This is an optimization exercise on Yosys and OpenROAD, whose aim is small area, not a production implementation.
The RTL was checked by simulation tests, not by an equivalence proof against the original design.
Power figures rest on the tool's default switching activity, not on a simulated workload.

## wire_guard
module wire_guard (
    input  wire        clk,
    input  wire        rst_n,
    input  wire        cmd_valid,
    output wire        cmd_ready,
    input  wire        cmd_op,         
    input  wire [3:0]  cmd_chan,
    input  wire [15:0] cmd_cur,        
    input  wire [3:0]  cmd_csa,        
    input  wire [15:0] cmd_kcoef,      
    input  wire [9:0]  cmd_tau,        
    input  wire [10:0] cmd_dtmax,      
    input  wire [6:0]  cmd_winit,      
    input  wire        cmd_init,       
    output wire        res_valid,
    output wire [3:0]  res_chan,
    output wire [35:0] res_theta,
    output wire        res_latch
);
==> flow/config.mk <==
export PLATFORM = sky130hd
export DESIGN_NAME = wire_guard
export DESIGN_NICKNAME = wire_guard
export VERILOG_FILES = /design/flow/design.v
export SDC_FILE = /design/flow/constraint.sdc
export NUM_CORES = 4
export LEC_CHECK = 0
export CAP_MARGIN = 20
export CORE_MARGIN = 2
export CORE_UTILIZATION = 40
export PLACE_DENSITY = 0.6
export SLEW_MARGIN = 20
==> flow/constraint.sdc <==
create_clock -name core_clock -period 35.0 [get_ports {clk}]
set_input_delay 7.0000 -clock core_clock [delete_from_list [all_inputs] [get_ports {clk}]]
set_output_delay 7.0000 -clock core_clock [all_outputs]
set_load 0.01 [all_outputs]
standard.sh (not shown) runs the stock make flow with config.mk's settings and CLKGATE_MAP_FILE= SYNTH_SCRIPT=/design/flow/synth_recipe.tcl, a recipe that flattens the netlist after the stock synthesis.
==> flow/flow/run.sh <==
#!/bin/bash
set -euo pipefail
bash standard.sh \
  "CTS_ARGS=-sink_clustering_enable -repair_clock_nets -dont_use_dummy_load -buf_list sky130_fd_sc_hd__clkbuf_4" \
  "BUFFER_PORTS_ARGS=-buffer_cell sky130_fd_sc_hd__buf_1" \
  finish > flow_make.log 2>&1
Edit:
==> flow/run.sh (new file) <==
#!/bin/bash
# synth_recipe.tcl (not shown) runs the flow's synth.tcl, then flattens the netlist and writes it again
# the make line also repeats each setting of config.mk as NAME=value (left out here)
make -C /OpenROAD-flow-scripts/flow DESIGN_CONFIG=/design/flow/config.mk WORK_HOME=/design/flow/orfs CLKGATE_MAP_FILE= SYNTH_SCRIPT=/design/flow/synth_recipe.tcl finish
removed: flow/flow/run.sh
removed: flow/standard.sh
=> Setup slack got worse by 0.75 ns; synthesized cell count does not change; clock skew is lower by 0.12 ns; synthesized area stays the same; flip-flop and latch count stays the same; wire length decreases by 1.9%; total power climbs by about 11%; non-clock buffer count does not change.
Edit:
Settings changed: CTS_BUF_LIST from default to sky130_fd_sc_hd__clkbuf_4.
=>
- The changed run went through all stages and came out clean
- global-route usage climbs by 0.57 points
- count of clock-buffer cells in the layout climbs by 299
- power drops by a few percent
- clock skew climbs by 0.061 ns
- final area drops slightly
- core utilization drops by 0.26 points
- worst setup slack gets better by 0.052 ns
- synthesized cell count does not change
- area after synthesis is unchanged

---

main:
wire_guard, a different RTL version from the one above (not shown whole).
Size: about 1,300 flip-flops, ~31,000 µm² of cells after synthesis.
==> flow/config.mk <==
export PLATFORM = sky130hd
export DESIGN_NAME = wire_guard
export DESIGN_NICKNAME = wire_guard
export VERILOG_FILES = /design/flow/design.v
export SDC_FILE = /design/flow/constraint.sdc
export NUM_CORES = 4
export LEC_CHECK = 0
export ABC_AREA = 1
export ABC_CLOCK_PERIOD_IN_PS = 35000
export CAP_MARGIN = 20
export CORE_MARGIN = 2
export CORE_UTILIZATION = 70
export PLACE_DENSITY = 0.8
export SLEW_MARGIN = 20
==> flow/constraint.sdc <==
create_clock -name core_clock -period 35.0 [get_ports {clk}]
set_input_delay 7.0000 -clock core_clock [delete_from_list [all_inputs] [get_ports {clk}]]
set_output_delay 7.0000 -clock core_clock [all_outputs]
set_load 0.01 [all_outputs]
==> flow/flow/run.sh <==
#!/bin/bash
# The standard layout (standard.sh) with these changes:
#  synthesis: ABC maps with flow/abc_area.script (deepsyn AIG rewriting for
#    60 s, then area-oriented &nf mapping,
#    no buffering or resizing inside ABC), adders are not mapped to
#    Kogge-Stone carry trees or to half/full-adder cells. Flip-flops are
#    mapped exactly as in the standard synthesis.
#  CTS: clkbuf_8 clock tree, sink clusters of up to 16, no dummy loads.
#  ports: buffered with buf_1.
# Each step's full output goes to a log file in this folder (and ORFS's own
# per-step logs under orfs/logs).
set -euo pipefail
here=$(pwd)
mkdir -p "$here/scripts"
for f in "$FLOW_HOME"/scripts/*; do
  ln -sf "$f" "$here/scripts/"
done
rm -f "$here/scripts/abc_area.script"
cp "$here/flow/abc_area.script" "$here/scripts/abc_area.script"

bash standard.sh \
  "SCRIPTS_DIR=$here/scripts" \
  "ADDER_MAP_FILE=" \
  "SYNTH_OPERATIONS_ARGS=-noshare" \
  synth > "$here/log_synth.txt" 2>&1

bash standard.sh \
  "CTS_ARGS=-sink_clustering_enable -repair_clock_nets -dont_use_dummy_load -buf_list sky130_fd_sc_hd__clkbuf_8 -sink_clustering_size 16 -sink_clustering_max_diameter 60" \
  "BUFFER_PORTS_ARGS=-buffer_cell sky130_fd_sc_hd__buf_1" \
  finish > "$here/log_layout.txt" 2>&1
==> flow/flow/abc_area.script <==
strash
&get -n
&fraig -x
&put
scorr
dc2
dretime
strash
&get -n
&deepsyn -T 60
&dch -f
&nf -R 1000 -p -F 8 -C 32
&put
main went all the way through the flow, and no timing, DRC or antenna check failed.
> inputs changed (main -> the feature branch)
diff --git a/flow/flow/run.sh b/flow/flow/run.sh
--- a/flow/flow/run.sh
+++ b/flow/flow/run.sh
@@ -28 +28 @@
-  "CTS_ARGS=-sink_clustering_enable -repair_clock_nets -dont_use_dummy_load -buf_list sky130_fd_sc_hd__clkbuf_8 -sink_clustering_size 16 -sink_clustering_max_diameter 60" \
+  "CTS_ARGS=-sink_clustering_enable -repair_clock_nets -dont_use_dummy_load -buf_list sky130_fd_sc_hd__clkbuf_8 -sink_clustering_size 18 -sink_clustering_max_diameter 60" \
Notes after the runs:
- Initial detailed-routing violation count (lower): main
- Compared with main, in the feature branch upper clock frequency limit about even, power fell 1.5%, clock skew rose 0.014 ns.

afterwards: timing with drivers on the ports:
The results above use ideal ports. As a check the final layouts listed here were re-extracted and re-timed, cells and wires unchanged. Step 1 assumes that a clkbuf_16 drives the clock port and a buf_2 every other input. Step 2 also shifts input and output timing later by t, the mid clock arrival at the registers, as if the neighbouring blocks saw the same clock. Slacks: ideal / step 1 / step 2; pairs: ideal / step 1.
run	t (ns)	setup slack, ns	latest minus earliest clock arrival (ns)
the first run of note 1	1.074	16.591 / 16.565 / 16.565	0.178 / 0.178
the second run of note 1	0.712	15.839 / 15.813 / 15.813	0.046 / 0.046
the third run of note 1	1.089	15.892 / 15.865 / 15.865	0.141 / 0.141
main	0.720	15.132 / 15.100 / 15.100	0.062 / 0.062
the feature branch	0.706	15.149 / 15.116 / 15.116	0.069 / 0.069
After both steps every run listed still meets setup and hold. The setup slack of the feature branch, which loses most, moves by -0.033 ns with the drivers and by -0.033 ns with both steps.
